Source: an optimization exercise on an open RTL-to-GDS flow (aim: small area). Production flows keep margins and buffers that such runs may drop. Function was checked by simulation only, so behaviour that the tests miss may differ from the original. Power figures rest on the tool's default switching activity, not on a simulated workload.

== alpha ==
==> module ctl_decim, before the edit <==
module ctl_decim (
    input  wire         clk,
    input  wire         rst,
    input  wire [7:0]   bs_in,
    input  wire         cfg_we,
    input  wire [2:0]   cfg_ch,
    input  wire [1:0]   cfg_sel,
    input  wire [17:0]  cfg_wdata,
    output wire [7:0]   out_valid,
    output wire [191:0] out_data,
    output reg          cfg_err
);
    reg  [7:0]   en;
    reg  [15:0]  cord;           
    reg  [15:0]  cosr;           
    reg  [15:0]  boff;           
    reg  [55:0]  hist;           
    reg  [1:0]   ph;             
    wire       w_en   = en[cfg_ch];
    wire [1:0] w_cord = cord[2*cfg_ch +: 2];
    wire [1:0] w_cosr = cosr[2*cfg_ch +: 2];
    wire refuse = cfg_we && w_en && ((cfg_sel != 2'd0) || (cfg_wdata[4:1] != {w_cosr, w_cord}));
    wire take   = cfg_we && !refuse;
    always @(posedge clk) begin
        if (rst) begin
            cfg_err <= 1'b0;
            ph      <= 2'd0;
        end else begin
            cfg_err <= refuse;
            ph      <= ph + 2'd1;
        end
    end
    genvar c;
    generate
        for (c = 0; c < 8; c = c + 1) begin : g_ch
            wire wr = take && (cfg_ch == c);
            always @(posedge clk) begin
                hist[7*c +: 7] <= {hist[7*c +: 6], bs_in[c]};
                if (rst)
                    en[c] <= 1'b0;
                else if (wr && (cfg_sel == 2'd0))
                    en[c] <= cfg_wdata[0];
                if (wr && (cfg_sel == 2'd0) && !en[c]) begin
                    cord[2*c +: 2] <= cfg_wdata[2:1];
                    cosr[2*c +: 2] <= cfg_wdata[4:3];
                    boff[2*c +: 2] <= (c % 4) - ph - 2'd1;
                end
            end
        end
    endgenerate
    genvar l;
    generate
        for (l = 0; l < 2; l = l + 1) begin : g_lane
            wire [2:0]  hch = 4*l + ph;
            wire [1:0]  bo  = boff[2*hch +: 2];
            wire [6:0]  hh  = hist[7*hch +: 7];
            wire [3:0]  blk = hh[bo +: 4];
            wire [1:0]  d_ch;
            reg  [4*18-1:0] offr;
            reg  [4*18-1:0] drr;
            reg  [4*16-1:0] gnr;
            genvar k;
            for (k = 0; k < 4; k = k + 1) begin : g_pos
                wire [1:0] kn  = (k + 1) % 4;
                wire       wrk = take && (cfg_ch == 4*l + ((ph + k + 1) % 4));
                always @(posedge clk) begin
                    if (rst) begin
                        offr[18*k +: 18] <= 18'd0;
                        drr[18*k +: 18]  <= 18'd0;
                        gnr[16*k +: 16]  <= 16'd4096;
                    end else begin
                        offr[18*k +: 18] <= (wrk && cfg_sel == 2'd1) ? cfg_wdata[17:0] : offr[18*kn +: 18];
                        drr[18*k +: 18]  <= (wrk && cfg_sel == 2'd2) ? cfg_wdata[17:0] : drr[18*kn +: 18];
                        gnr[16*k +: 16]  <= (wrk && cfg_sel == 2'd3) ? cfg_wdata[15:0] : gnr[16*kn +: 16];
                    end
                end
            end
            wire        ov;
            wire [1:0]  och;
            wire [23:0] od;
            ctl_decim_chan u_lane (
                .clk       (clk),
                .rst       (rst),
                .en        (en[hch]),
                .cord      (cord[2*hch +: 2]),
                .cosr      (cosr[2*hch +: 2]),
                .blk       (blk),
                .offset    (offr[17:0]),
                .drift     (drr[17:0]),
                .hc        (ph),
                .gain      (gnr[16*3 +: 16]),
                .d_ch      (d_ch),
                .out_valid (ov),
                .out_ch    (och),
                .out_data  (od)
            );
            assign out_valid[4*l +: 4] = {4{ov}} & (4'd1 << och);
            assign out_data[96*l +: 96] = {4{od}};
        end
    endgenerate
endmodule
Settings: LEC_CHECK=0, CAP_MARGIN=20, CORE_MARGIN=2, CORE_UTILIZATION=55, CTS_BUF_LIST=sky130_fd_sc_hd__clkbuf_16, CTS_CLUSTER_DIAMETER=100, CTS_CLUSTER_SIZE=30, SLEW_MARGIN=20; clock period 12.0 ns.
standard.sh (not shown) runs the stock make flow with config.mk's settings and CLKGATE_MAP_FILE= SYNTH_SCRIPT=/design/flow/synth_recipe.tcl, a recipe that flattens the netlist after the stock synthesis.
==> flow/flow/run.sh <==
#!/bin/bash
set -o pipefail
export BUFFER_PORTS_ARGS="-buffer_cell sky130_fd_sc_hd__buf_1"
bash standard.sh > standard.log 2>&1
### alpha -> beta
--- a/flow/design.v
+++ b/flow/design.v
@@ -1242,4 +1242,6 @@
         end
     endgenerate
+    wire [17:0] ld_c18 = rst ? 18'd0 : cfg_wdata[17:0];
+    wire [15:0] ld_g16 = rst ? 16'd4096 : cfg_wdata[15:0];
     genvar l;
     generate
@@ -1257,14 +1259,11 @@
                 wire [1:0] kn  = (k + 1) % 4;
                 wire       wrk = take && (cfg_ch == 4*l + ((ph + k + 1) % 4));
+                wire       ld_off = rst || (wrk && cfg_sel == 2'd1);
+                wire       ld_dr  = rst || (wrk && cfg_sel == 2'd2);
+                wire       ld_gn  = rst || (wrk && cfg_sel == 2'd3);
                 always @(posedge clk) begin
-                    if (rst) begin
-                        offr[18*k +: 18] <= 18'd0;
-                        drr[18*k +: 18]  <= 18'd0;
-                        gnr[16*k +: 16]  <= 16'd4096;
-                    end else begin
-                        offr[18*k +: 18] <= (wrk && cfg_sel == 2'd1) ? cfg_wdata[17:0] : offr[18*kn +: 18];
-                        drr[18*k +: 18]  <= (wrk && cfg_sel == 2'd2) ? cfg_wdata[17:0] : drr[18*kn +: 18];
-                        gnr[16*k +: 16]  <= (wrk && cfg_sel == 2'd3) ? cfg_wdata[15:0] : gnr[16*kn +: 16];
-                    end
+                    offr[18*k +: 18] <= ld_off ? ld_c18 : offr[18*kn +: 18];
+                    drr[18*k +: 18]  <= ld_dr  ? ld_c18 : drr[18*kn +: 18];
+                    gnr[16*k +: 16]  <= ld_gn  ? ld_g16 : gnr[16*kn +: 16];
                 end
             end
Findings:
beta vs. alpha: cell internal power dissipation went down by 2.5%. Number of library cell types mapped by synthesis: beta lower than alpha. Ratio of final minimum period to clock period (lower): beta. Against alpha, critical path depth in beta fell by a little under 10%. Re routed wirelength normalized by instance count: alpha was lower than beta. | length in cells of the worst reg-to-reg path | higher: beta |. In beta relative to alpha, routed via count had gone down slightly. On area added between synthesis and finish, the higher figure sits with beta, not alpha. Between beta and alpha, the post-synthesis xor/xnor area fraction does not differ in any meaningful way. beta vs. alpha: first-pass GRT wire length now larger; longest individual stage delay on the worst path down 0.03 ns; global routing met3 resource utilization decreased by 1.2 points relative to the old numbers; via count of the first global-routing pass was more or less identical.

[static timing again, ports no longer ideal]
No port has a modelled driver above. Below, the same layouts with a new extraction and two added sets of constraints.
Step 1: set_driving_cell puts a clkbuf_16 on clk and a buf_2 on each other input, an assumption about the parent block.
Step 2 also shifts input and output timing later by t, the mid clock arrival at the registers, as if the neighbouring blocks saw the same clock.
Three values: ideal ports, drivers, drivers and shift; two values: the first two.
| run | t, ns | slack for setup (ns) | worst setup path at the end | slew at the worst register clock pin (ns) |
|---|---|---|---|---|
| alpha | 0.774 | 0.992 / 0.905 / 1.576 | register to register | 0.12 / 0.12 |
| beta | 0.787 | 1.110 / 1.019 / 1.806 | register to output | 0.12 / 0.12 |
After both steps every run listed still meets setup and hold.
